Context: an optimization exercise on an open-source flow, tuned for small area, a short achievable clock period and few clock cycles per item. The choices shown serve that exercise and are no tape-out recipe.
Function not checked in this run: the RTL went through the layout flow alone.
Power is estimated from default activity; no workload was simulated.

==> design/flow/design.v <==
module dec_seq (
    input  wire         clk,
    input  wire         rst,
    input  wire         req_valid,
    output wire         req_ready,
    input  wire [2:0]   req_op,
    input  wire [127:0] req_a,
    input  wire [63:0]  req_b,
    output wire         resp_valid,
    output wire         resp_exc,
    output wire         resp_dov,
    output wire [127:0] resp_data
);
    localparam [2:0] S_IDLE   = 3'd0,
                     S_CHECK  = 3'd1,
                     S_MAG    = 3'd2,
                     S_RECOMP = 3'd3,
                     S_SETTLE = 3'd4,
                     S_WRITE  = 3'd5;
    reg [2:0]   state;
    reg         op_sub, op_chk, op_w;
    reg [127:0] a_sh;        
    reg [127:0] b_sh;        
    reg [127:0] r;           
    reg         carry;
    reg [2:0]   cnt;
    reg         sa;          
    reg         sb;          
    reg         recomp;      
    reg         dov;
    function sign_ok(input [3:0] s);
        sign_ok = (s == 4'hC) || (s == 4'hD) || (s == 4'hF);
    endfunction
    function [7:0] check_nibbles(input [127:0] v, input w);
        integer k;
        reg       bsign, bdig, found;
        reg [4:0] nib;
        begin
            bsign = !sign_ok(v[3:0]);
            bdig  = 1'b0;
            found = bsign;
            nib   = 5'd0;
            for (k = 1; k < 32; k = k + 1) begin
                if ((k < 16 || w) && v[4*k +: 4] > 4'd9) begin
                    bdig = 1'b1;
                    if (!found) begin
                        nib   = k[4:0];
                        found = 1'b1;
                    end
                end
            end
            check_nibbles = {found, bsign, bdig, nib};
        end
    endfunction
    wire [7:0] chk_a = check_nibbles(a_sh, op_w);
    wire [7:0] chk_b = check_nibbles(b_sh, op_w);
    wire       operands_bad = chk_a[7] || chk_b[7];
    function [16:0] bcd_add4(input [15:0] x, input [15:0] y, input cin, input sub);
        integer k;
        reg [4:0] s;
        reg [3:0] yd;
        reg       c;
        reg [15:0] o;
        begin
            c = cin;
            for (k = 0; k < 4; k = k + 1) begin
                yd = sub ? (4'd9 - y[4*k +: 4]) : y[4*k +: 4];
                s  = {1'b0, x[4*k +: 4]} + {1'b0, yd} + {4'd0, c};
                if (s > 5'd9) begin
                    s = s + 5'd6;
                    c = 1'b1;
                end else begin
                    c = 1'b0;
                end
                o[4*k +: 4] = s[3:0];
            end
            bcd_add4 = {c, o};
        end
    endfunction
    wire        eff_sub = (sa != sb);
    wire [16:0] add_out = bcd_add4(a_sh[15:0], b_sh[15:0], carry, eff_sub);
    wire [127:0] r_next = {add_out[15:0], r[127:16]};
    wire [2:0]  last_cnt = op_w ? 3'd7 : 3'd3;
    wire [127:0] m_next = op_w ? r_next : {64'd0, r_next[127:64]};
    wire [127:0] m_cur  = op_w ? r      : {64'd0, r[127:64]};
    wire [127:0] m_low   = op_w ? {4'd0, m_cur[123:0]} : {68'd0, m_cur[59:0]};
    wire         guard   = op_w ? (m_cur[127:124] != 4'd0) : (m_cur[63:60] != 4'd0);
    wire         m_zero  = (m_low == 128'd0);
    wire         s_final = m_zero ? 1'b0 : (recomp ? sb : sa);
    wire [127:0] packed_res  = {m_low[123:0], (s_final ? 4'hD : 4'hC)};
    always @(posedge clk) begin
        if (rst) begin
            state <= S_IDLE;
        end else begin
            case (state)
                S_IDLE: begin
                    if (req_valid) begin
                        op_sub <= req_op[0];
                        op_chk <= req_op[1];
                        op_w   <= req_op[2];
                        a_sh   <= req_op[2] ? req_a : {64'd0, req_a[63:0]};
                        b_sh   <= {64'd0, req_b};
                        state  <= S_CHECK;
                    end
                end
                S_CHECK: begin
                    if (op_chk) begin
                        r     <= {120'd0, chk_a};
                        dov   <= 1'b0;
                        state <= S_WRITE;
                    end else if (operands_bad) begin
                        state <= S_IDLE;
                    end else begin
                        sa     <= (a_sh[3:0] == 4'hD);
                        sb     <= (b_sh[3:0] == 4'hD) ^ op_sub;
                        carry  <= ((a_sh[3:0] == 4'hD) != ((b_sh[3:0] == 4'hD) ^ op_sub));
                        a_sh   <= {4'd0, a_sh[127:4]};
                        b_sh   <= {4'd0, b_sh[127:4]};
                        recomp <= 1'b0;
                        cnt    <= 3'd0;
                        state  <= S_MAG;
                    end
                end
                S_MAG: begin
                    r     <= r_next;
                    a_sh  <= {16'd0, a_sh[127:16]};
                    b_sh  <= {16'd0, b_sh[127:16]};
                    carry <= add_out[16];
                    cnt   <= cnt + 3'd1;
                    if (cnt == last_cnt) begin
                        if (eff_sub && !add_out[16]) begin
                            a_sh   <= 128'd0;
                            b_sh   <= m_next;
                            carry  <= 1'b1;
                            cnt    <= 3'd0;
                            recomp <= 1'b1;
                            state  <= S_RECOMP;
                        end else begin
                            state <= S_SETTLE;
                        end
                    end
                end
                S_RECOMP: begin
                    r     <= r_next;
                    a_sh  <= {16'd0, a_sh[127:16]};
                    b_sh  <= {16'd0, b_sh[127:16]};
                    carry <= add_out[16];
                    cnt   <= cnt + 3'd1;
                    if (cnt == last_cnt)
                        state <= S_SETTLE;
                end
                S_SETTLE: begin
                    r     <= packed_res;
                    dov   <= !eff_sub && guard;
                    state <= S_WRITE;
                end
                S_WRITE: begin
                    state <= S_IDLE;
                end
                default: state <= S_IDLE;
            endcase
        end
    end
    assign req_ready  = (state == S_IDLE);
    assign resp_valid = (state == S_WRITE) || (state == S_CHECK && !op_chk && operands_bad);
    assign resp_exc   = (state == S_CHECK);
    assign resp_dov   = dov;
    assign resp_data  = r;
endmodule
==> design/flow/run.sh <==
#!/bin/bash
# synth_recipe.tcl (not shown) runs the flow's synth.tcl, then flattens the netlist and writes it again
# the make line also repeats each setting of config.mk as NAME=value (left out here)
make -C /OpenROAD-flow-scripts/flow DESIGN_CONFIG=/design/flow/config.mk WORK_HOME=/design/flow/orfs CLKGATE_MAP_FILE= SYNTH_SCRIPT=/design/flow/synth_recipe.tcl finish
==> design/flow/config.mk <==
export PLATFORM = sky130hd
export DESIGN_NAME = dec_seq
export DESIGN_NICKNAME = dec_seq
export VERILOG_FILES = /design/flow/design.v
export SDC_FILE = /design/flow/constraint.sdc
export NUM_CORES = 4
export LEC_CHECK = 0
export CAP_MARGIN = 20
export CORE_MARGIN = 2
export CORE_UTILIZATION = 40
export SLEW_MARGIN = 20
==> design/flow/constraint.sdc <==
create_clock -name core_clock -period 15.0 [get_ports {clk}]
set_input_delay 3.0000 -clock core_clock [delete_from_list [all_inputs] [get_ports {clk}]]
set_output_delay 3.0000 -clock core_clock [all_outputs]
set_load 0.01 [all_outputs]
==> flow_metrics.env <==
export IMPL_status="timing/DRC/antenna clean"
export IMPL_max_slew_margin_pct=25.6
export IMPL_p_leak_nw=9.73
export IMPL_ir_drop_mv=0.0802
export IMPL_synthArstFlopShare_pct=0
export IMPL_final_cell_count_no_fill=3162
export IMPL_drtPass1Iterations=11
export IMPL_cpMaxStageDelayCell="fa_1"
export IMPL_vias=20000
export IMPL_synth_top_family_by_area="compound AO/OA/AOI/OAI gates"
export IMPL_ys_flop_type="edfxtp_1"
export IMPL_use_met1_pct=39.6
export IMPL_antenna_left=0
export IMPL_cp_required_ns=15.30
export IMPL_globalplace_congestion=0.963
export IMPL_timing_fmax_mhz=109
export IMPL_drcViolationCount=0
export IMPL_grt_ovfl_total=0
export IMPL_die_w_um=241
export IMPL_netlist_area_um2=22500
export IMPL_grt_pass1_vias=19300
export IMPL_cts_hold_fix_buffers=0
export IMPL_hold_viol_final=0
export IMPL_max_slew_worst_pin_slew_ns=1.12
export IMPL_critPathCaptureType="register"
export IMPL_p_comb_share_pct=23.3
export IMPL_tns_ns=0
export IMPL_antenna_found_initial=1
export IMPL_cts_htree_levels=2
export IMPL_slowest_delay_ns=0.50
export IMPL_cts_buffer_depth=3
export IMPL_rows=86
export IMPL_synth_compound_area_share_pct=22.7
export IMPL_worstSetupPathType="reg2reg"
export IMPL_grt_util_all_layers_pct=30.1
export IMPL_core_area_um2=55300
export IMPL_seq_area_frac_synth_pct=53.1
export IMPL_via_per_inst=6.33
export IMPL_ys_ff_latch=398
export IMPL_busiest_layer="met2"
export IMPL_synth_cell_types=75
export IMPL_cts_clk_slew_worst_paths_ns=0.06
export IMPL_drt_wl_total_um=89200
export IMPL_drive_above_1_share_pct=6.96
export IMPL_p_int_mw=2.30
export IMPL_cts_sinks=398
export IMPL_layout_nets=2606
export IMPL_syn_inst=2141
export IMPL_ios=330
export IMPL_start_util_pct=40.6
export IMPL_die_area_um2=58100
export IMPL_ys_warn_count=1
export IMPL_hpwlAfterDp_um=62100
export IMPL_min_period_ns=9.19
export IMPL_grt_max_degree=177
export IMPL_skew_ns=0.0230
export IMPL_setup_viol=0
export IMPL_use_met2_pct=47.1
export IMPL_p_sw_share_pct=33.0
export IMPL_use_met3_pct=5.65
export IMPL_synth_mux_area_share_pct=6.29
export IMPL_crit_path_start_kind="register"
export IMPL_io_buffers=329
export IMPL_synth_adder_area_share_pct=1.88
export IMPL_synth_simple_gate_area_share_pct=10.8
export IMPL_cts_root_buf="clkbuf_16"
export IMPL_min_period_over_period_pct=61.2
export IMPL_path_max_fanout=113
export IMPL_cap_viol_max_count=0
export IMPL_synth_edff_count=395
export IMPL_crit_arrival_ns=9.48
export IMPL_syn_area_per_cell_um2=10.5
export IMPL_worst_path_most_repeated_cell="fa_1"
export IMPL_cellPowerDensity_nw_per_um2=123
export IMPL_pwr_share_seq_pct=44.6
export IMPL_syn2layout_area_growth_pct=23.7
export IMPL_clkLatencyLatePin_ns=0.61
export IMPL_place_inst=3078
export IMPL_synth_xor_area_share_pct=1.01
export IMPL_power_frac_clock_pct=32.1
export IMPL_syn_nets=2368
export IMPL_die_y_um=241
export IMPL_p_sw_mw=1.13
export IMPL_grt_pass1_wl_um=128000
export IMPL_grt_setup_unrepaired="no"
export IMPL_drtIter0Drc=3323
export IMPL_cts_tree="yes"
export IMPL_post_cts_buffers=0
export IMPL_final_max_slew_violation_count=0
export IMPL_cts_buffers=47
export IMPL_ctsResizeCount=0
export IMPL_min_path_type="reg2reg"
export IMPL_wl_per_cell_um=28.2
## sequential cells by signal, summed over array words and instances, names as in the netlist
signal and cells:
recomp 1, dov 1, op_chk 1, sa 1, state 3, r 128
carry 1, sb 1, op_sub 1, a_sh 128, b_sh 128, cnt 3
op_w 1
## power groups by stage
stage	logic [mW]	registers, mW	clock network [mW]
after floorplan	0.479	1.51	0
after global placement	0.775	1.55	0
after detailed placement	0.787	1.55	0
after CTS	0.791	1.52	1.11
after global routing	0.861	1.54	1.15
final	0.798	1.53	1.10
## cells in the mapped netlist (11+ instances only)
library cell    n  area [µm²]
xnor2_1        22         193
nor4_1         30         188
mux2_2         49         552
and2_1         14        87.6
nor3_1         23         115
ha_1           21         263
and3_1         48         300
mux2i_1        86         861
inv_1          74         278
edfxtp_1      395       11900
a21oi_1       216        1080
nor2_1        117         439
clkbuf_1      147         552
nand4_1        18         113
a222oi_1       49         490
o211ai_1       18         135
o22ai_1        60         375
nand2_1       168         631
a22o_1         79         692
buf_2          11        55.1
nand3_1        56         280
o21ai_0       229        1150
a22oi_1        66         495
## critical path: cells and delay by family, from the launching register on
family                     cells  cell delay [ns]
DFF                            1             0.43
xor gates and xnor gates       5             1.43
AOI/OAI and AO/OA              8             1.61
and+or+nand+nor                5             0.84
buffers and inverters          4             1.06
adders and majority gates      8             3.35
## cell usage in the layout, fill, tap and decap left out, types with 5 or more instances in the layout
cell type	n
fa_1	8
and3_1	48
clkbuf_1	10
nand2_1	167
and2_1	14
ha_1	21
nand3_1	56
mux2_2	49
nor4_1	30
clkdlybuf4s50_1	329
o21ai_0	229
nor2_4	8
edfxtp_1	395
nand4_1	18
nor3_1	23
xnor2_1	22
o22ai_1	60
clkinv_2	8
a21oi_1	215
o221ai_1	7
buf_4	28
mux2i_1	86
o21ai_1	6
o31ai_1	5
a22oi_1	66
clkbuf_16	47
o211a_1	9
nor2_1	109
inv_1	74
a21o_1	9
clkinv_1	12
a31oi_1	8
o211ai_1	18
a222oi_1	49
a22o_1	79
## path summary, 6_finish.rpt
path / startpoint / end / slack [ns] / cells after the start
max: sb / a_sh[29] / 5.81 / 30
min: b_sh[116] / b_sh[112] / 0.55 / 2
max reg2reg: sb / a_sh[29] / 5.81 / 30
min reg2reg: b_sh[116] / b_sh[112] / 0.55 / 2
## stage by stage
step                worst slack, ns  util (%)  cell area (µm²)  power (mW)  hold WS, ns
floorplan                     0.151         -            22500        1.99        0.522
CTS                            5.71      50.2            27800        3.42        0.555
finish                         5.81      50.2            27800        3.43        0.548
detailed placement             5.73      47.6            26400        2.33        0.548
global route                   5.13      50.2            27800        3.55        0.591
global placement               6.07      47.6            26400        2.32        0.535
## logic make-up (layout without fill, tap and decap cells)
| kind of cell | count (synthesis) | in the layout |
|---|---|---|
| compound gates | 800 | 800 |
| mux | 135 | 135 |
| other cells | 0 | 1 |
| xor+xnor | 26 | 26 |
| flops | 398 | 398 |
| simple gates | 507 | 507 |
| buf+inv | 246 | 518 |
| fa+ha+maj | 29 | 29 |
## per-layer routing
layer	up-vias	share of wire (%)
met5	-	0
li1	8816	-
met2	1191	46
met3	197	10
met1	9822	39
met4	0	5.5
## final cells by class
class | count | area (µm²)
antenna | 1 | 2.50
timing repair buffer | 360 | 3550
inverter | 75 | 282
clock buffer | 57 | 1210
sequential | 398 | 11900
clock inverter | 26 | 210
fill | 5098 | 27500
multi-input combinational | 1497 | 9660
tap | 748 | 936

==> static timing again, ports no longer ideal <==
No port has a modelled driver above. Below, the same layout with a new extraction and two added sets of constraints.
Step 1 sets driving cells, clkbuf_16 on the clock port and buf_2 on the other inputs (assumed; they add their load-dependent delay and slew).
Step 2, shift: input delay + t, output delay - t, t = (earliest + latest rising clock arrival at the registers) / 2. This alone moves slack from input paths to output paths.
Slacks: ideal ports / drivers / drivers and shift; pairs: ideal ports / drivers.
t, ns: 0.661
slack for setup (ns): 5.815 / 5.815 / 5.815
latest minus earliest clock arrival (ns): 0.023 / 0.023
pins driven straight from the clock port: 1
After both steps setup and hold are still met in this run. The setup slack of this run moves by 0.000 ns with the drivers and by 0.000 ns with both steps.
